From an optimization exercise on the open Yosys and OpenROAD flow, aimed at small area and a short achievable clock period; shortcuts taken in it are not production practice.
In this exercise RTL edits were held to simulation tests only and were not proved equivalent to the original.
Power is estimated from default activity; no workload was simulated.

<file path="flow/design.v">
module fx_lane_eval (
    input  wire [30:0] ins,     
    input  wire [7:0]  opv,     
    input  wire [1:0]  pv,      
    output wire [1:0]  res,     
    output wire [1:0]  rch,     
    output wire        ill,     
    output wire        stg,     
    output wire [3:0]  trg_nnz,  
    output wire [3:0]  trg_none  
);
    wire [15:0] tt    = ins[30:15];
    wire [1:0]  kind  = ins[3:2];
    wire        exp_b = ins[1];
    wire        state = ins[0];
    wire [1:0] va = opv[1:0];
    wire [1:0] vb = opv[3:2];
    wire [1:0] vc = opv[5:4];
    wire [1:0] vd = opv[7:6];
    wire F0, F1;   
    wire F1e;      
    fx_lane_ctl u_ctl (.tt(tt), .opdh(ins[14:12]), .kind(kind), .state(state),
        .opv(opv[5:0]), .vd(vd), .pv(pv), .exp_b(exp_b), .ill(ill), .stg(stg),
        .F0(F0), .F1(F1), .F1e(F1e), .ntz(trg_nnz), .nto(trg_none));
    wire a0, a1, ka0, ka1, b0, b1, kb0, kb1, c0, c1, kc0, kc1, keval, ke_ns, d0, d1, kd0r, kd1g, kd0g, n1a0, p0a0, n1a1, p0a1, n1a2, p0a2, n1a3, p0a3, n1a4, p0a4, n1a5, p0a5, n1a6, p0a6, n1a7, p0a7, p1b0, n0b0, p1b1, n0b1, p1b2, n0b2, p1b3, n0b3, n1c0, p0c0, n1c1, p0c1, any1g, any0;
    g_nand2b_1 u1 (.A_N(va[1]), .B(va[0]), .Y(a0));
    g_or2_1 u2 (.A(va[1]), .B(va[0]), .X(a1));
    g_nor2_1 u3 (.A(va[1]), .B(va[0]), .Y(ka0));
    g_nor2b_1 u4 (.A(va[1]), .B_N(va[0]), .Y(ka1));
    g_nor2b_1 u5 (.A(vb[1]), .B_N(vb[0]), .Y(kb1));
    g_nor2_1 u6 (.A(vb[1]), .B(vb[0]), .Y(kb0));
    g_inv_1 u7 (.A(kb1), .Y(b0));
    g_inv_1 u8 (.A(kb0), .Y(b1));
    g_nor2b_1 u9 (.A(vc[1]), .B_N(vc[0]), .Y(kc1));
    g_nor2_1 u10 (.A(vc[1]), .B(vc[0]), .Y(kc0));
    g_inv_1 u11 (.A(kc1), .Y(c0));
    g_inv_1 u12 (.A(kc0), .Y(c1));
    g_nor2_1 u13 (.A(kind[1]), .B(kind[0]), .Y(keval));
    g_nor3_1 u14 (.A(kind[1]), .B(kind[0]), .C(state), .Y(ke_ns));
    g_or3b_1 u15 (.A(state), .B(vd[1]), .C_N(vd[0]), .X(d0));
    g_nor2_1 u16 (.A(vd[1]), .B(vd[0]), .Y(kd0r));
    g_nor2_1 u17 (.A(state), .B(kd0r), .Y(d1));
    g_nand2_1 u18 (.A(keval), .B(d0), .Y(kd1g));
    g_o21ai_0 u19 (.A1(vd[1]), .A2(vd[0]), .B1(ke_ns), .Y(kd0g));
    g_a22oi_1 u20 (.A1(a0), .A2(tt[0]), .B1(a1), .B2(tt[1]), .Y(n1a0));
    g_o22ai_1 u21 (.A1(ka1), .A2(tt[0]), .B1(ka0), .B2(tt[1]), .Y(p0a0));
    g_a22oi_1 u22 (.A1(a0), .A2(tt[2]), .B1(a1), .B2(tt[3]), .Y(n1a1));
    g_o22ai_1 u23 (.A1(ka1), .A2(tt[2]), .B1(ka0), .B2(tt[3]), .Y(p0a1));
    g_a22oi_1 u24 (.A1(a0), .A2(tt[4]), .B1(a1), .B2(tt[5]), .Y(n1a2));
    g_o22ai_1 u25 (.A1(ka1), .A2(tt[4]), .B1(ka0), .B2(tt[5]), .Y(p0a2));
    g_a22oi_1 u26 (.A1(a0), .A2(tt[6]), .B1(a1), .B2(tt[7]), .Y(n1a3));
    g_o22ai_1 u27 (.A1(ka1), .A2(tt[6]), .B1(ka0), .B2(tt[7]), .Y(p0a3));
    g_a22oi_1 u28 (.A1(a0), .A2(tt[8]), .B1(a1), .B2(tt[9]), .Y(n1a4));
    g_o22ai_1 u29 (.A1(ka1), .A2(tt[8]), .B1(ka0), .B2(tt[9]), .Y(p0a4));
    g_a22oi_1 u30 (.A1(a0), .A2(tt[10]), .B1(a1), .B2(tt[11]), .Y(n1a5));
    g_o22ai_1 u31 (.A1(ka1), .A2(tt[10]), .B1(ka0), .B2(tt[11]), .Y(p0a5));
    g_a22oi_1 u32 (.A1(a0), .A2(tt[12]), .B1(a1), .B2(tt[13]), .Y(n1a6));
    g_o22ai_1 u33 (.A1(ka1), .A2(tt[12]), .B1(ka0), .B2(tt[13]), .Y(p0a6));
    g_a22oi_1 u34 (.A1(a0), .A2(tt[14]), .B1(a1), .B2(tt[15]), .Y(n1a7));
    g_o22ai_1 u35 (.A1(ka1), .A2(tt[14]), .B1(ka0), .B2(tt[15]), .Y(p0a7));
    g_o22ai_1 u36 (.A1(kb1), .A2(n1a0), .B1(kb0), .B2(n1a1), .Y(p1b0));
    g_a22oi_1 u37 (.A1(b0), .A2(p0a0), .B1(b1), .B2(p0a1), .Y(n0b0));
    g_o22ai_1 u38 (.A1(kb1), .A2(n1a2), .B1(kb0), .B2(n1a3), .Y(p1b1));
    g_a22oi_1 u39 (.A1(b0), .A2(p0a2), .B1(b1), .B2(p0a3), .Y(n0b1));
    g_o22ai_1 u40 (.A1(kb1), .A2(n1a4), .B1(kb0), .B2(n1a5), .Y(p1b2));
    g_a22oi_1 u41 (.A1(b0), .A2(p0a4), .B1(b1), .B2(p0a5), .Y(n0b2));
    g_o22ai_1 u42 (.A1(kb1), .A2(n1a6), .B1(kb0), .B2(n1a7), .Y(p1b3));
    g_a22oi_1 u43 (.A1(b0), .A2(p0a6), .B1(b1), .B2(p0a7), .Y(n0b3));
    g_a22oi_1 u44 (.A1(c0), .A2(p1b0), .B1(c1), .B2(p1b1), .Y(n1c0));
    g_o22ai_1 u45 (.A1(kc1), .A2(n0b0), .B1(kc0), .B2(n0b1), .Y(p0c0));
    g_a22oi_1 u46 (.A1(c0), .A2(p1b2), .B1(c1), .B2(p1b3), .Y(n1c1));
    g_o22ai_1 u47 (.A1(kc1), .A2(n0b2), .B1(kc0), .B2(n0b3), .Y(p0c1));
    g_o22ai_1 u48 (.A1(kd1g), .A2(n1c0), .B1(kd0g), .B2(n1c1), .Y(any1g));
    g_a22o_1 u49 (.A1(d0), .A2(p0c0), .B1(d1), .B2(p0c1), .X(any0));
    g_or2_1 u50 (.A(F0), .B(any1g), .X(res[0]));
    g_a21o_1 u51 (.A1(any1g), .A2(any0), .B1(F1), .X(res[1]));
    g_o21a_1 u52 (.A1(F0), .A2(any1g), .B1(exp_b), .X(rch[0]));
    g_a21o_1 u53 (.A1(any1g), .A2(any0), .B1(F1e), .X(rch[1]));
endmodule
module fx_lane_ctl(tt, opdh, kind, state, opv, vd, pv, exp_b, ill, stg, F0, F1, F1e, ntz, nto);
  input [15:0] tt;
  wire [15:0] tt;
  input [2:0] opdh;
  wire [2:0] opdh;
  input [1:0] kind;
  wire [1:0] kind;
  input state;
  wire state;
  input [5:0] opv;
  wire [5:0] opv;
  input [1:0] vd;
  wire [1:0] vd;
  input [1:0] pv;
  wire [1:0] pv;
  input exp_b;
  wire exp_b;
  output ill;
  wire ill;
  output stg;
  wire stg;
  output F0;
  wire F0;
  output F1;
  wire F1;
  output F1e;
  wire F1e;
  output [3:0] ntz;
  wire [3:0] ntz;
  output [3:0] nto;
  wire [3:0] nto;
  wire _000_;
  wire _001_;
  wire _002_;
  wire _003_;
  wire _004_;
  wire _005_;
  wire _006_;
  wire _007_;
  wire _008_;
  wire _009_;
  wire _010_;
  wire _011_;
  wire _012_;
  wire _013_;
  wire _014_;
  wire _015_;
  wire _016_;
  wire _017_;
  wire _018_;
  wire _019_;
  wire _020_;
  wire _021_;
  wire _022_;
  wire _023_;
  wire _024_;
  wire _025_;
  wire _026_;
  wire _027_;
  wire _028_;
  wire _029_;
  wire _030_;
  wire _031_;
  wire _032_;
  wire _033_;
  wire _034_;
  wire _035_;
  wire _036_;
  wire _037_;
  wire _038_;
  wire _039_;
  wire _040_;
  wire _041_;
  wire _042_;
  wire _043_;
  wire _044_;
  wire _045_;
  wire _046_;
  wire _047_;
  wire _048_;
  wire _049_;
  wire _050_;
  wire _051_;
  wire _052_;
  wire _053_;
  wire _054_;
  wire _055_;
  wire _056_;
  wire _057_;
  wire _058_;
  wire _059_;
  wire _060_;
  wire _061_;
  wire _062_;
  wire _063_;
  wire _064_;
  wire _065_;
  wire _066_;
  wire _067_;
  wire _068_;
  wire _069_;
  wire _070_;
  wire _071_;
  wire _072_;
  wire _073_;
  wire _074_;
  wire _075_;
  wire _076_;
  wire _077_;
  wire _078_;
  wire _079_;
  wire _080_;
  wire _081_;
  wire _082_;
  wire _083_;
  wire _084_;
  wire _085_;
  wire _086_;
  wire _087_;
  wire _088_;
  wire _089_;
  wire _090_;
  wire _091_;
  wire _092_;
  wire _093_;
  wire _094_;
  wire _095_;
  wire _096_;
  wire _097_;
  wire _098_;
  wire _099_;
  wire _100_;
  wire _101_;
  wire _102_;
  wire _103_;
  wire _104_;
  wire _105_;
  wire _106_;
  wire _107_;
  wire _108_;
  wire _109_;
  wire _110_;
  wire _111_;
  wire _112_;
  wire _113_;
  wire _114_;
  wire _115_;
  wire _116_;
  wire _117_;
  g_clkinv_1 _118_ (
    .A(tt[1]),
    .Y(_072_)
  );
  g_nor2_1 _119_ (
    .A(tt[3]),
    .B(tt[2]),
    .Y(_073_)
  );
  g_clkinv_1 _120_ (
    .A(_073_),
    .Y(_074_)
  );
  g_nor2_1 _121_ (
    .A(opv[1]),
    .B(opv[0]),
    .Y(_075_)
  );
  g_clkinv_1 _122_ (
    .A(kind[1]),
    .Y(_076_)
  );
  g_clkinv_1 _123_ (
    .A(kind[0]),
    .Y(_077_)
  );
  g_nor2_1 _124_ (
    .A(_076_),
    .B(_077_),
    .Y(_078_)
  );
  g_clkinv_1 _125_ (
    .A(_078_),
    .Y(_079_)
  );
  g_clkinv_1 _126_ (
    .A(tt[15]),
    .Y(_080_)
  );
  g_nand2_1 _127_ (
    .A(_080_),
    .B(tt[13]),
    .Y(_081_)
  );
  g_nor2_1 _128_ (
    .A(tt[14]),
    .B(_081_),
    .Y(_082_)
  );
  g_nand2_1 _129_ (
    .A(_082_),
    .B(tt[12]),
    .Y(_083_)
  );
  g_nor4_1 _130_ (
    .A(state),
    .B(_075_),
    .C(_079_),
    .D(_083_),
    .Y(_084_)
  );
  g_nor2_1 _131_ (
    .A(tt[6]),
    .B(tt[7]),
    .Y(_085_)
  );
  g_clkinv_1 _132_ (
    .A(_085_),
    .Y(_086_)
  );
  g_nor2_1 _133_ (
    .A(tt[5]),
    .B(_086_),
    .Y(_087_)
  );
  g_clkinv_1 _134_ (
    .A(tt[4]),
    .Y(_088_)
  );
  g_nand2_1 _135_ (
    .A(_087_),
    .B(_088_),
    .Y(_089_)
  );
  g_nor2_1 _136_ (
    .A(tt[10]),
    .B(tt[11]),
    .Y(_090_)
  );
  g_clkinv_1 _137_ (
    .A(_090_),
    .Y(_091_)
  );
  g_nor2_1 _138_ (
    .A(tt[8]),
    .B(tt[9]),
    .Y(_092_)
  );
  g_clkinv_1 _139_ (
    .A(_092_),
    .Y(_093_)
  );
  g_nor2_1 _140_ (
    .A(_091_),
    .B(_093_),
    .Y(_094_)
  );
  g_clkinv_1 _141_ (
    .A(_094_),
    .Y(_095_)
  );
  g_nor2_1 _142_ (
    .A(_089_),
    .B(_095_),
    .Y(_096_)
  );
  g_nand2_1 _143_ (
    .A(_084_),
    .B(_096_),
    .Y(_097_)
  );
  g_nor3_1 _144_ (
    .A(_072_),
    .B(_074_),
    .C(_097_),
    .Y(_098_)
  );
  g_clkinv_1 _145_ (
    .A(opv[1]),
    .Y(_099_)
  );
  g_clkinv_1 _146_ (
    .A(tt[0]),
    .Y(_100_)
  );
  g_nand3_1 _147_ (
    .A(_098_),
    .B(_099_),
    .C(_100_),
    .Y(nto[2])
  );
  g_clkinv_1 _148_ (
    .A(_097_),
    .Y(_101_)
  );
  g_nor2_1 _149_ (
    .A(tt[1]),
    .B(_074_),
    .Y(_102_)
  );
  g_nand4_1 _150_ (
    .A(_101_),
    .B(_099_),
    .C(tt[0]),
    .D(_102_),
    .Y(nto[1])
  );
  g_nand2_1 _151_ (
    .A(_102_),
    .B(_100_),
    .Y(_103_)
  );
  g_clkinv_1 _152_ (
    .A(_103_),
    .Y(_104_)
  );
  g_nand3_1 _153_ (
    .A(_101_),
    .B(_099_),
    .C(_104_),
    .Y(nto[0])
  );
  g_nand2_1 _154_ (
    .A(_098_),
    .B(_100_),
    .Y(ntz[2])
  );
  g_nand3_1 _155_ (
    .A(_101_),
    .B(tt[0]),
    .C(_102_),
    .Y(ntz[1])
  );
  g_nand2_1 _156_ (
    .A(_101_),
    .B(_104_),
    .Y(ntz[0])
  );
  g_clkinv_1 _157_ (
    .A(state),
    .Y(_105_)
  );
  g_nand3_1 _158_ (
    .A(opdh[1]),
    .B(opdh[0]),
    .C(opdh[2]),
    .Y(_106_)
  );
  g_nor2_1 _159_ (
    .A(kind[1]),
    .B(kind[0]),
    .Y(_107_)
  );
  g_clkinv_1 _160_ (
    .A(_107_),
    .Y(_108_)
  );
  g_nor3_1 _161_ (
    .A(_105_),
    .B(_106_),
    .C(_108_),
    .Y(stg)
  );
  g_a21oi_1 _162_ (
    .A1(state),
    .A2(_106_),
    .B1(_108_),
    .Y(_109_)
  );
  g_clkinv_1 _163_ (
    .A(tt[13]),
    .Y(_110_)
  );
  g_nand2_1 _164_ (
    .A(_110_),
    .B(tt[15]),
    .Y(_111_)
  );
  g_clkinv_1 _165_ (
    .A(tt[14]),
    .Y(_112_)
  );
  g_nor2_1 _166_ (
    .A(tt[13]),
    .B(_112_),
    .Y(_113_)
  );
  g_o21ai_0 _167_ (
    .A1(_080_),
    .A2(_085_),
    .B1(_113_),
    .Y(_114_)
  );
  g_o211ai_1 _168_ (
    .A1(_111_),
    .A2(_089_),
    .B1(_083_),
    .C1(_114_),
    .Y(_115_)
  );
  g_nand2_1 _169_ (
    .A(_115_),
    .B(_094_),
    .Y(_116_)
  );
  g_clkinv_1 _170_ (
    .A(tt[12]),
    .Y(_117_)
  );
  g_nand2_1 _171_ (
    .A(_113_),
    .B(_080_),
    .Y(_000_)
  );
  g_nor2_1 _172_ (
    .A(_117_),
    .B(_000_),
    .Y(_001_)
  );
  g_nand2_1 _173_ (
    .A(_001_),
    .B(_090_),
    .Y(_002_)
  );
  g_clkinv_1 _174_ (
    .A(tt[11]),
    .Y(_003_)
  );
  g_nand3_1 _175_ (
    .A(tt[4]),
    .B(tt[3]),
    .C(tt[2]),
    .Y(_004_)
  );
  g_a22oi_1 _176_ (
    .A1(tt[10]),
    .A2(tt[0]),
    .B1(tt[11]),
    .B2(tt[1]),
    .Y(_005_)
  );
  g_nor2_1 _177_ (
    .A(tt[5]),
    .B(_110_),
    .Y(_006_)
  );
  g_a2111o_1 _178_ (
    .A1(_003_),
    .A2(_072_),
    .B1(_004_),
    .C1(_005_),
    .D1(_006_),
    .X(_007_)
  );
  g_o21ai_0 _179_ (
    .A1(tt[5]),
    .A2(_111_),
    .B1(_081_),
    .Y(_008_)
  );
  g_nor3_1 _180_ (
    .A(tt[12]),
    .B(tt[14]),
    .C(_086_),
    .Y(_009_)
  );
  g_nand4_1 _181_ (
    .A(_007_),
    .B(_092_),
    .C(_008_),
    .D(_009_),
    .Y(_010_)
  );
  g_nand4_1 _182_ (
    .A(_116_),
    .B(_077_),
    .C(_002_),
    .D(_010_),
    .Y(_011_)
  );
  g_nand3_1 _183_ (
    .A(tt[8]),
    .B(tt[6]),
    .C(tt[7]),
    .Y(_012_)
  );
  g_clkinv_1 _184_ (
    .A(_082_),
    .Y(_013_)
  );
  g_nand2_1 _185_ (
    .A(_013_),
    .B(_000_),
    .Y(_014_)
  );
  g_a21oi_1 _186_ (
    .A1(tt[8]),
    .A2(tt[7]),
    .B1(_091_),
    .Y(_015_)
  );
  g_nor2_1 _187_ (
    .A(tt[12]),
    .B(_013_),
    .Y(_016_)
  );
  g_a21oi_1 _188_ (
    .A1(_014_),
    .A2(_015_),
    .B1(_016_),
    .Y(_017_)
  );
  g_o21ai_0 _189_ (
    .A1(kind[1]),
    .A2(_017_),
    .B1(_002_),
    .Y(_018_)
  );
  g_o21ai_0 _190_ (
    .A1(_007_),
    .A2(_012_),
    .B1(_018_),
    .Y(_019_)
  );
  g_nor2_1 _191_ (
    .A(_103_),
    .B(_089_),
    .Y(_020_)
  );
  g_nand2_1 _192_ (
    .A(_110_),
    .B(tt[12]),
    .Y(_021_)
  );
  g_nor3_1 _193_ (
    .A(tt[14]),
    .B(tt[15]),
    .C(_021_),
    .Y(_022_)
  );
  g_nand2_1 _194_ (
    .A(_020_),
    .B(_022_),
    .Y(_023_)
  );
  g_a21oi_1 _195_ (
    .A1(_019_),
    .A2(_023_),
    .B1(tt[9]),
    .Y(_024_)
  );
  g_a21oi_1 _196_ (
    .A1(kind[1]),
    .A2(_011_),
    .B1(_024_),
    .Y(_025_)
  );
  g_o21ai_0 _197_ (
    .A1(tt[12]),
    .A2(tt[1]),
    .B1(_013_),
    .Y(_026_)
  );
  g_a31oi_1 _198_ (
    .A1(_026_),
    .A2(_014_),
    .A3(_073_),
    .B1(_022_),
    .Y(_027_)
  );
  g_nand2_1 _199_ (
    .A(_016_),
    .B(_087_),
    .Y(_028_)
  );
  g_o21ai_0 _200_ (
    .A1(_089_),
    .A2(_027_),
    .B1(_028_),
    .Y(_029_)
  );
  g_a31oi_1 _201_ (
    .A1(_112_),
    .A2(_080_),
    .A3(_020_),
    .B1(_029_),
    .Y(_030_)
  );
  g_nand2_1 _202_ (
    .A(tt[8]),
    .B(tt[9]),
    .Y(_031_)
  );
  g_a31oi_1 _203_ (
    .A1(_020_),
    .A2(_001_),
    .A3(_031_),
    .B1(_079_),
    .Y(_032_)
  );
  g_o21ai_0 _204_ (
    .A1(_095_),
    .A2(_030_),
    .B1(_032_),
    .Y(_033_)
  );
  g_nand2_1 _205_ (
    .A(_033_),
    .B(_105_),
    .Y(_034_)
  );
  g_nor2_1 _206_ (
    .A(_025_),
    .B(_034_),
    .Y(_035_)
  );
  g_nor2_1 _207_ (
    .A(_109_),
    .B(_035_),
    .Y(ill)
  );
  g_clkinv_1 _208_ (
    .A(ill),
    .Y(_036_)
  );
  g_nor2_1 _209_ (
    .A(vd[1]),
    .B(vd[0]),
    .Y(_037_)
  );
  g_and2_2 _210_ (
    .A(vd[1]),
    .B(vd[0]),
    .X(_038_)
  );
  g_o21ai_0 _211_ (
    .A1(_037_),
    .A2(_038_),
    .B1(tt[10]),
    .Y(_039_)
  );
  g_xor2_1 _212_ (
    .A(opv[5]),
    .B(opv[4]),
    .X(_040_)
  );
  g_nand2_1 _213_ (
    .A(_039_),
    .B(_040_),
    .Y(_041_)
  );
  g_clkinv_1 _214_ (
    .A(opv[2]),
    .Y(_042_)
  );
  g_a21oi_1 _215_ (
    .A1(_042_),
    .A2(opv[3]),
    .B1(_090_),
    .Y(_043_)
  );
  g_o21ai_0 _216_ (
    .A1(opv[3]),
    .A2(_042_),
    .B1(_043_),
    .Y(_044_)
  );
  g_clkinv_1 _217_ (
    .A(_075_),
    .Y(_045_)
  );
  g_nand2_1 _218_ (
    .A(opv[1]),
    .B(opv[0]),
    .Y(_046_)
  );
  g_nand3_1 _219_ (
    .A(_044_),
    .B(_045_),
    .C(_046_),
    .Y(_047_)
  );
  g_a21oi_1 _220_ (
    .A1(tt[11]),
    .A2(_041_),
    .B1(_047_),
    .Y(_048_)
  );
  g_a21oi_1 _221_ (
    .A1(tt[10]),
    .A2(vd[0]),
    .B1(opv[4]),
    .Y(_049_)
  );
  g_nor2_1 _222_ (
    .A(_003_),
    .B(_049_),
    .Y(_050_)
  );
  g_a211oi_1 _223_ (
    .A1(_091_),
    .A2(opv[2]),
    .B1(opv[0]),
    .C1(_050_),
    .Y(_051_)
  );
  g_xor2_1 _224_ (
    .A(tt[0]),
    .B(opv[2]),
    .X(_052_)
  );
  g_clkinv_1 _225_ (
    .A(opv[3]),
    .Y(_053_)
  );
  g_nand2_1 _226_ (
    .A(_052_),
    .B(_053_),
    .Y(_054_)
  );
  g_nand2_1 _227_ (
    .A(_078_),
    .B(tt[14]),
    .Y(_055_)
  );
  g_a21oi_1 _228_ (
    .A1(_054_),
    .A2(_117_),
    .B1(_055_),
    .Y(_056_)
  );
  g_nand3_1 _229_ (
    .A(_048_),
    .B(_092_),
    .C(_051_),
    .Y(_057_)
  );
  g_o211ai_1 _230_ (
    .A1(_048_),
    .A2(_051_),
    .B1(_056_),
    .C1(_057_),
    .Y(_058_)
  );
  g_xor2_1 _231_ (
    .A(tt[14]),
    .B(_078_),
    .X(_059_)
  );
  g_o22ai_1 _232_ (
    .A1(_110_),
    .A2(opv[1]),
    .B1(pv[1]),
    .B2(_021_),
    .Y(_060_)
  );
  g_a21oi_1 _233_ (
    .A1(_059_),
    .A2(_060_),
    .B1(_107_),
    .Y(_061_)
  );
  g_nand2_1 _234_ (
    .A(_058_),
    .B(_061_),
    .Y(_062_)
  );
  g_nand2_1 _235_ (
    .A(_036_),
    .B(_062_),
    .Y(F1)
  );
  g_nand2_1 _236_ (
    .A(_048_),
    .B(tt[9]),
    .Y(_063_)
  );
  g_nand3_1 _237_ (
    .A(_063_),
    .B(tt[12]),
    .C(_051_),
    .Y(_064_)
  );
  g_nand2_1 _238_ (
    .A(_052_),
    .B(_045_),
    .Y(_065_)
  );
  g_a31oi_1 _239_ (
    .A1(_065_),
    .A2(_117_),
    .A3(_053_),
    .B1(_055_),
    .Y(_066_)
  );
  g_nand2_1 _240_ (
    .A(_064_),
    .B(_066_),
    .Y(_067_)
  );
  g_nand3_1 _241_ (
    .A(_110_),
    .B(tt[12]),
    .C(pv[0]),
    .Y(_068_)
  );
  g_nand2_1 _242_ (
    .A(tt[13]),
    .B(opv[0]),
    .Y(_069_)
  );
  g_nand2_1 _243_ (
    .A(_068_),
    .B(_069_),
    .Y(_070_)
  );
  g_nand3_1 _244_ (
    .A(_059_),
    .B(_108_),
    .C(_070_),
    .Y(_071_)
  );
  g_nand3_1 _245_ (
    .A(_036_),
    .B(_067_),
    .C(_071_),
    .Y(F0)
  );
  g_nand2_1 _246_ (
    .A(_098_),
    .B(tt[0]),
    .Y(ntz[3])
  );
  g_nand3_1 _247_ (
    .A(_036_),
    .B(exp_b),
    .C(_062_),
    .Y(F1e)
  );
  g_nand3_1 _248_ (
    .A(_098_),
    .B(_099_),
    .C(tt[0]),
    .Y(nto[3])
  );
endmodule
module g_a2111o_1 (input wire A1, input wire A2, input wire B1, input wire C1, input wire D1, output wire X);
    assign X = (A1&A2) | (B1) | (C1) | (D1);
 endmodule
module g_a211oi_1 (input wire A1, input wire A2, input wire B1, input wire C1, output wire Y);
    assign Y = (~A1&~B1&~C1) | (~A2&~B1&~C1);
 endmodule
module g_a21o_1 (input wire A1, input wire A2, input wire B1, output wire X);
    assign X = (A1&A2) | (B1);
 endmodule
module g_a21oi_1 (input wire A1, input wire A2, input wire B1, output wire Y);
    assign Y = (~A1&~B1) | (~A2&~B1);
 endmodule
module g_a22o_1 (input wire A1, input wire A2, input wire B1, input wire B2, output wire X);
    assign X = (B1&B2) | (A1&A2);
 endmodule
module g_a22oi_1 (input wire A1, input wire A2, input wire B1, input wire B2, output wire Y);
    assign Y = (~A1&~B1) | (~A1&~B2) | (~A2&~B1) | (~A2&~B2);
 endmodule
module g_a31oi_1 (input wire A1, input wire A2, input wire A3, input wire B1, output wire Y);
    assign Y = (~A1&~B1) | (~A2&~B1) | (~A3&~B1);
 endmodule
module g_and2_2 (input wire A, input wire B, output wire X);
    assign X = (A&B);
 endmodule
module g_clkinv_1 (input wire A, output wire Y);
    assign Y = (~A);
 endmodule
module g_inv_1 (input wire A, output wire Y);
    assign Y = (~A);
 endmodule
module g_nand2_1 (input wire A, input wire B, output wire Y);
    assign Y = (~A) | (~B);
 endmodule
module g_nand2b_1 (input wire A_N, input wire B, output wire Y);
    assign Y = (A_N) | (~B);
 endmodule
module g_nand3_1 (input wire A, input wire B, input wire C, output wire Y);
    assign Y = (~A) | (~B) | (~C);
 endmodule
module g_nand4_1 (input wire A, input wire B, input wire C, input wire D, output wire Y);
    assign Y = (~A) | (~B) | (~C) | (~D);
 endmodule
module g_nor2_1 (input wire A, input wire B, output wire Y);
    assign Y = (~A&~B);
 endmodule
module g_nor2b_1 (input wire A, input wire B_N, output wire Y);
    assign Y = (~A&B_N);
 endmodule
module g_nor3_1 (input wire A, input wire B, input wire C, output wire Y);
    assign Y = (~A&~B&~C);
 endmodule
module g_nor4_1 (input wire A, input wire B, input wire C, input wire D, output wire Y);
    assign Y = (~A&~B&~C&~D);
 endmodule
module g_o211ai_1 (input wire A1, input wire A2, input wire B1, input wire C1, output wire Y);
    assign Y = (~A1&~A2) | (~B1) | (~C1);
 endmodule
module g_o21a_1 (input wire A1, input wire A2, input wire B1, output wire X);
    assign X = (A1&B1) | (A2&B1);
 endmodule
module g_o21ai_0 (input wire A1, input wire A2, input wire B1, output wire Y);
    assign Y = (~A1&~A2) | (~B1);
 endmodule
module g_o22ai_1 (input wire A1, input wire A2, input wire B1, input wire B2, output wire Y);
    assign Y = (~B1&~B2) | (~A1&~A2);
 endmodule
module g_or2_1 (input wire A, input wire B, output wire X);
    assign X = (A) | (B);
 endmodule
module g_or3b_1 (input wire A, input wire B, input wire C_N, output wire X);
    assign X = (A) | (B) | (~C_N);
 endmodule
module g_xor2_1 (input wire A, input wire B, output wire X);
    assign X = (A&~B) | (~A&B);
 endmodule
module fx_step_eval #(
    parameter LANES = 16
) (
    input  wire                 clk,
    input  wire [31*LANES-1:0]  ins,    
    input  wire [8*LANES-1:0]   opv,    
    input  wire [2*LANES-1:0]   pv,     
    output reg  [2*LANES-1:0]   res,
    output reg  [2*LANES-1:0]   rch,
    output reg  [LANES-1:0]     ill,
    output reg  [LANES-1:0]     stg,
    output reg  [7:0]           trg     
);
    wire [2*LANES-1:0] res_c;
    wire [2*LANES-1:0] rch_c;
    wire [LANES-1:0]   ill_c;
    wire [LANES-1:0]   stg_c;
    wire [4*LANES-1:0] nnz_c;    
    wire [4*LANES-1:0] none_c;   
    genvar l;
    generate
        for (l = 0; l < LANES; l = l + 1) begin : g_lane
            fx_lane_eval u_lane (
                .ins     (ins[31*l +: 31]),
                .opv     (opv[8*l +: 8]),
                .pv      (pv[2*l +: 2]),
                .res     (res_c[2*l +: 2]),
                .rch     (rch_c[2*l +: 2]),
                .ill     (ill_c[l]),
                .stg     (stg_c[l]),
                .trg_nnz (nnz_c[4*l +: 4]),
                .trg_none(none_c[4*l +: 4])
            );
        end
    endgenerate
    wire [7:0] trg_c;
    wire z0_0, z0_1, z0_2, z0_3, nany_z0, o0_0, o0_1, o0_2, o0_3, nany_o0, z1_0, z1_1, z1_2, z1_3, nany_z1, o1_0, o1_1, o1_2, o1_3, nany_o1, z2_0, z2_1, z2_2, z2_3, nany_z2, o2_0, o2_1, o2_2, o2_3, nany_o2, z3_0, z3_1, z3_2, z3_3, nany_z3, o3_0, o3_1, o3_2, o3_3, nany_o3;
    g_nand4_1 u1 (.A(nnz_c[0]), .B(nnz_c[4]), .C(nnz_c[8]), .D(nnz_c[12]), .Y(z0_0));
    g_nand4_1 u2 (.A(nnz_c[16]), .B(nnz_c[20]), .C(nnz_c[24]), .D(nnz_c[28]), .Y(z0_1));
    g_nand4_1 u3 (.A(nnz_c[32]), .B(nnz_c[36]), .C(nnz_c[40]), .D(nnz_c[44]), .Y(z0_2));
    g_nand4_1 u4 (.A(nnz_c[48]), .B(nnz_c[52]), .C(nnz_c[56]), .D(nnz_c[60]), .Y(z0_3));
    g_nor4_1 u5 (.A(z0_0), .B(z0_1), .C(z0_2), .D(z0_3), .Y(nany_z0));
    g_nand4_1 u6 (.A(none_c[0]), .B(none_c[4]), .C(none_c[8]), .D(none_c[12]), .Y(o0_0));
    g_nand4_1 u7 (.A(none_c[16]), .B(none_c[20]), .C(none_c[24]), .D(none_c[28]), .Y(o0_1));
    g_nand4_1 u8 (.A(none_c[32]), .B(none_c[36]), .C(none_c[40]), .D(none_c[44]), .Y(o0_2));
    g_nand4_1 u9 (.A(none_c[48]), .B(none_c[52]), .C(none_c[56]), .D(none_c[60]), .Y(o0_3));
    g_nor4_1 u10 (.A(o0_0), .B(o0_1), .C(o0_2), .D(o0_3), .Y(nany_o0));
    g_inv_1 u11 (.A(nany_z0), .Y(trg_c[0]));
    g_nor2b_1 u12 (.A(nany_z0), .B_N(nany_o0), .Y(trg_c[1]));
    g_nand4_1 u13 (.A(nnz_c[1]), .B(nnz_c[5]), .C(nnz_c[9]), .D(nnz_c[13]), .Y(z1_0));
    g_nand4_1 u14 (.A(nnz_c[17]), .B(nnz_c[21]), .C(nnz_c[25]), .D(nnz_c[29]), .Y(z1_1));
    g_nand4_1 u15 (.A(nnz_c[33]), .B(nnz_c[37]), .C(nnz_c[41]), .D(nnz_c[45]), .Y(z1_2));
    g_nand4_1 u16 (.A(nnz_c[49]), .B(nnz_c[53]), .C(nnz_c[57]), .D(nnz_c[61]), .Y(z1_3));
    g_nor4_1 u17 (.A(z1_0), .B(z1_1), .C(z1_2), .D(z1_3), .Y(nany_z1));
    g_nand4_1 u18 (.A(none_c[1]), .B(none_c[5]), .C(none_c[9]), .D(none_c[13]), .Y(o1_0));
    g_nand4_1 u19 (.A(none_c[17]), .B(none_c[21]), .C(none_c[25]), .D(none_c[29]), .Y(o1_1));
    g_nand4_1 u20 (.A(none_c[33]), .B(none_c[37]), .C(none_c[41]), .D(none_c[45]), .Y(o1_2));
    g_nand4_1 u21 (.A(none_c[49]), .B(none_c[53]), .C(none_c[57]), .D(none_c[61]), .Y(o1_3));
    g_nor4_1 u22 (.A(o1_0), .B(o1_1), .C(o1_2), .D(o1_3), .Y(nany_o1));
    g_inv_1 u23 (.A(nany_z1), .Y(trg_c[2]));
    g_nor2b_1 u24 (.A(nany_z1), .B_N(nany_o1), .Y(trg_c[3]));
    g_nand4_1 u25 (.A(nnz_c[2]), .B(nnz_c[6]), .C(nnz_c[10]), .D(nnz_c[14]), .Y(z2_0));
    g_nand4_1 u26 (.A(nnz_c[18]), .B(nnz_c[22]), .C(nnz_c[26]), .D(nnz_c[30]), .Y(z2_1));
    g_nand4_1 u27 (.A(nnz_c[34]), .B(nnz_c[38]), .C(nnz_c[42]), .D(nnz_c[46]), .Y(z2_2));
    g_nand4_1 u28 (.A(nnz_c[50]), .B(nnz_c[54]), .C(nnz_c[58]), .D(nnz_c[62]), .Y(z2_3));
    g_nor4_1 u29 (.A(z2_0), .B(z2_1), .C(z2_2), .D(z2_3), .Y(nany_z2));
    g_nand4_1 u30 (.A(none_c[2]), .B(none_c[6]), .C(none_c[10]), .D(none_c[14]), .Y(o2_0));
    g_nand4_1 u31 (.A(none_c[18]), .B(none_c[22]), .C(none_c[26]), .D(none_c[30]), .Y(o2_1));
    g_nand4_1 u32 (.A(none_c[34]), .B(none_c[38]), .C(none_c[42]), .D(none_c[46]), .Y(o2_2));
    g_nand4_1 u33 (.A(none_c[50]), .B(none_c[54]), .C(none_c[58]), .D(none_c[62]), .Y(o2_3));
    g_nor4_1 u34 (.A(o2_0), .B(o2_1), .C(o2_2), .D(o2_3), .Y(nany_o2));
    g_inv_1 u35 (.A(nany_z2), .Y(trg_c[4]));
    g_nor2b_1 u36 (.A(nany_z2), .B_N(nany_o2), .Y(trg_c[5]));
    g_nand4_1 u37 (.A(nnz_c[3]), .B(nnz_c[7]), .C(nnz_c[11]), .D(nnz_c[15]), .Y(z3_0));
    g_nand4_1 u38 (.A(nnz_c[19]), .B(nnz_c[23]), .C(nnz_c[27]), .D(nnz_c[31]), .Y(z3_1));
    g_nand4_1 u39 (.A(nnz_c[35]), .B(nnz_c[39]), .C(nnz_c[43]), .D(nnz_c[47]), .Y(z3_2));
    g_nand4_1 u40 (.A(nnz_c[51]), .B(nnz_c[55]), .C(nnz_c[59]), .D(nnz_c[63]), .Y(z3_3));
    g_nor4_1 u41 (.A(z3_0), .B(z3_1), .C(z3_2), .D(z3_3), .Y(nany_z3));
    g_nand4_1 u42 (.A(none_c[3]), .B(none_c[7]), .C(none_c[11]), .D(none_c[15]), .Y(o3_0));
    g_nand4_1 u43 (.A(none_c[19]), .B(none_c[23]), .C(none_c[27]), .D(none_c[31]), .Y(o3_1));
    g_nand4_1 u44 (.A(none_c[35]), .B(none_c[39]), .C(none_c[43]), .D(none_c[47]), .Y(o3_2));
    g_nand4_1 u45 (.A(none_c[51]), .B(none_c[55]), .C(none_c[59]), .D(none_c[63]), .Y(o3_3));
    g_nor4_1 u46 (.A(o3_0), .B(o3_1), .C(o3_2), .D(o3_3), .Y(nany_o3));
    g_inv_1 u47 (.A(nany_z3), .Y(trg_c[6]));
    g_nor2b_1 u48 (.A(nany_z3), .B_N(nany_o3), .Y(trg_c[7]));
    always @(posedge clk) begin
        res <= res_c;
        rch <= rch_c;
        ill <= ill_c;
        stg <= stg_c;
        trg <= trg_c;
    end
endmodule
</file>
<file path="flow/flow/run.sh">
#!/bin/bash
# Standard synthesis, then every combinational cell set to its smallest size,
# then the standard layout with 1x buffers on the ports.
set -euo pipefail
RES=orfs/results/sky130hd/fx_step_eval/base
bash standard.sh synth > synth.log 2>&1
SYNTH_ODB=$RES/1_synth.odb openroad -no_init -exit flow/downsize.tcl > downsize.log 2>&1
bash standard.sh BUFFER_PORTS_ARGS="-buffer_cell sky130_fd_sc_hd__buf_1" finish > layout.log 2>&1
</file>
<file path="flow/flow/downsize.tcl">
# Swap every combinational cell of the synthesized netlist for the smallest
# cell of its family (same function and pins, lowest drive strength), so that
# timing repair later upsizes only where the paths need it.
read_db $::env(SYNTH_ODB)
set db [ord::get_db]
set fam [dict create]
foreach lib [$db getLibs] {
  foreach m [$lib getMasters] {
    set n [$m getName]
    if {![regexp {^(sky130_fd_sc_hd__[a-z0-9]+)_([0-9]+)$} $n -> base drv]} continue
    if {[string match "*lpflow*" $n] || [string match "*probe*" $n]} continue
    set a [expr {[$m getWidth] * [$m getHeight]}]
    if {![dict exists $fam $base] || $a < [lindex [dict get $fam $base] 1]} {
      dict set fam $base [list $m $a]
    }
  }
}
set swapped 0
foreach inst [[[$db getChip] getBlock] getInsts] {
  set m [$inst getMaster]
  set n [$m getName]
  if {![regexp {^(sky130_fd_sc_hd__[a-z0-9]+)_([0-9]+)$} $n -> base drv]} continue
  if {[string match "*df*" $base] || [string match "*conb*" $base]} continue
  if {![dict exists $fam $base]} continue
  set nm [lindex [dict get $fam $base] 0]
  if {[$nm getName] ne $n} {
    $inst swapMaster $nm
    incr swapped
  }
}
puts "downsize: swapped $swapped cells"
write_db $::env(SYNTH_ODB)
</file>
<file path="flow/standard.sh">
#!/bin/bash
# synth_recipe.tcl (not shown) runs the flow's synth.tcl, then flattens the netlist and writes it again
# the make line also repeats each setting of config.mk as NAME=value (left out here)
make -C /OpenROAD-flow-scripts/flow DESIGN_CONFIG=/design/flow/config.mk WORK_HOME=/design/flow/orfs CLKGATE_MAP_FILE= SYNTH_SCRIPT=/design/flow/synth_recipe.tcl "${@:-finish}"
</file>
<file path="flow/config.mk">
export PLATFORM = sky130hd
export DESIGN_NAME = fx_step_eval
export DESIGN_NICKNAME = fx_step_eval
export VERILOG_FILES = /design/flow/design.v
export SDC_FILE = /design/flow/constraint.sdc
export NUM_CORES = 4
export LEC_CHECK = 0
export CAP_MARGIN = 40
export CORE_AREA = 5 5 375 85
export DIE_AREA = 0 0 380 90
export PLACE_DENSITY = 0.75
export SETUP_SLACK_MARGIN = 4.8
export SLEW_MARGIN = 20
export SYNTH_HIERARCHICAL = 1
export TNS_END_PERCENT = 10
</file>
<file path="flow/constraint.sdc">
create_clock -name core_clock -period 8.0 [get_ports {clk}]
set_input_delay 1.6000 -clock core_clock [delete_from_list [all_inputs] [get_ports {clk}]]
set_output_delay 1.6000 -clock core_clock [all_outputs]
set_load 0.01 [all_outputs]
</file>
==> results.cfg <==
[outcome]
status = timing/DRC/antenna clean

[drt]
num_vias = 27000
postRouteAntennaNets = 0
wire_per_inst_um = 17.8
routed_wl_um = 74400
dr.pass1.iters = 13
dr.first_iter.drc_count = 3964
vias_per_cell = 6.48
drc = 0

[yosys]
avgSynthCellArea_sq_um = 5.56
syn_area_sq_um = 17200
syn-num-nets = 3753
yosysWarnings = 7
syn_inst = 3096

[power]
power.combinational.fraction = 0.494
pwr_density_cell_nw_per_um2 = 94.3
internal-power_mw = 1.11
p_sw_mw = 0.908
swShare = 0.450
p_leak_nw = 8.92
peakVddDrop_v = 0.0000895
power_frac_seq = 0.275
p_clk_frac = 0.231

[flow_run]
cap_violations = 0

[grt]
grt-ovfl-total = 0
grt_usage = 0.385
grt_pass1_vias = 24100
grt_pass1_wl_um = 114000
antenna_found_initial = 3
grt_max_degree = 18

[timing]
final.setup.tns_ns = 0
fin_crit_ns = 3.23
fin_hold_ws_ns = 1.43
setup_ws_ns = 4.77
maxClockFrequency_mhz = 309
drv_slew = 0
post-route-period-util = 0.404
slew_headroom = 0.619
tightest_slew_ns = 0.570
hold_viol_final = 0
grt_setup_unrepaired = yes
setup_viol = 0

[clocking]
cts_tree = built
cts_max_level = 3
clk_path_buf_depth = 2
cts-root-buf = clkbuf_16
cts_buffers = 9
clock_sinks = 104
cts.clk_slew.worst_paths_ns = 0.09

[die]
initial_core_util = 0.590
rows = 29
core_sq_um = 29200
die_area_sq_um = 34200
die_w_um = 380
io_pins = 761
dieHeight_um = 90

[worst_setup_path]
worstPathMaxFanout = 5
crit_type = in -> reg
worstPathArrival_ns = 3.49
critPathRequiredTime_ns = 8.26
cp-start-kind = input port
end_kind = flip-flop

[place]
gp_congestion = 1.03
place_hpwl_um = 58200
io_buffers = 632
place_ws_ns = 4.15
placed_cells = 4131

[hold_path]
hold_depth = 2
hold_class = in -> reg
min_to = rch[14]
worstHoldStart = ins[218]

[layout]
fin_nets = 4421
area_growth_pct = 24.3
layout-drive-gt1-share = 0.0924
fin_cells = 4172
state kept, by name, indices dropped and copies added, names as in the netlist:
signal,cells
ill,16
rch,32
res,32
stg,16
trg,8
worst max-delay path, stage by stage:
cell and delay (ns):
buf_1 0.21, nor2_1 0.11, inv_1 0.09, nor2_1 0.06, nand2_1 0.16, nor2_1 0.06
nand2_1 0.12, inv_1 0.10, nand3_1 0.09, nand4_1 0.39, nor4_2 0.40, nor2b_1 0.10
layout make-up:
class,count,area [sq um]
diodes,1,2.50
fillers,2531,7770
repair buffers,657,2720
inverters,484,1820
clock buffers,10,239
flip-flops and latches,104,2080
well taps,403,504
multi-input cells,2508,14000
clock inverters,5,40.0
routing by layer:
metal,global-route usage,up-vias,routed length [um]
met2,0.635,2182,33100
met5,0,-,28
met3,0.113,464,10300
li1,-,12500,-
met4,0.159,4,3800
met1,0.474,11900,27200
worst max-delay path by stage:
stage | startpoint | endpoint | slack (ns) | depth (start not counted)
3_3_place_gp | ins[247] | trg[7] | 4.24 | 12
6_report | ins[208] | trg[3] | 4.77 | 12
5_1_grt | ins[84] | res[4] | 4.67 | 14
4_1_cts | ins[275] | res[16] | 4.76 | 13
2_1_floorplan | ins[30] | res[0] | 4.92 | 15
3_5_place_dp | ins[245] | trg[7] | 4.15 | 11
through the flow:
step                      total power [mW]  area, sq um   util
after floorplan                       1.09        17200      -
after global placement                1.44        20100  0.689
after detailed placement              1.47        20100  0.689
after CTS                             1.93        20500  0.702
after global routing                  2.13        21400  0.734
final                                 2.02        21400  0.734
cells in the final DEF, fill, tap and decap left out, types with 11 or more instances in the layout:
master,n
nand4_1,80
or2_0,32
inv_1,458
o21a_1,16
o21ai_0,124
inv_2,26
a2111o_1,16
xor2_1,48
nor2_1,322
nand2b_1,16
nor2_2,99
o21ai_1,36
a31oi_1,64
a211oi_1,16
a21o_1,32
nor2b_1,52
o22ai_1,256
a22oi_1,240
nand2_2,16
buf_1,519
dfxtp_1,104
buf_2,20
nor3_2,16
nor3_1,55
nand3_1,220
nor4_1,13
and2_0,16
nand2_1,464
a22o_1,16
a21oi_1,157
o211ai_1,32
buf_4,26
nor2_4,11
or3b_1,16
clkbuf_2,84
power by group through the flow:
stage                     clock network [mW]  registers (mW)  logic (mW)
after floorplan                            0           0.580       0.512
after global placement                     0           0.565       0.875
after detailed placement                   0           0.566       0.902
after CTS                              0.468           0.554       0.910
after global routing                   0.492           0.557        1.08
final                                  0.466           0.555       0.997
repair_timing:
action                                  CTS  global route
buffers inserted                          0            25
hold buffers                              0             0
resized for setup                        36           350
gates cloned                              0             0
pin swaps                                 2            85
endpoints found under the hold margin     0             0
endpoints found under the setup margin   41            72

==> separate check: timing with driven ports <==
In the flow no input, the clock included, has a driving cell. The finished layout below was timed again as built, in two steps. Step 1 assumes that a clkbuf_16 drives the clock port and a buf_2 every other input. Step 2 times the ports against the registers' clock, not the clock port: input delays grow and output delays shrink by t, the midpoint of the rising clock arrivals with the driver on. Slacks: no drivers / after step 1 / after step 2; pairs: no drivers / after step 1.
t, ns: 0.428
setup WS [ns]: 4.767 / 4.787 / 4.359
hold slack, ns: 1.431 / 1.404 / 1.832
worst data-port slew with drivers (ns): 0.08
pins driven straight from the clock port: 1
After both steps setup and hold are still met in this run. For this run, drivers alone change the setup slack by +0.020 ns; drivers and shift together by -0.408 ns.
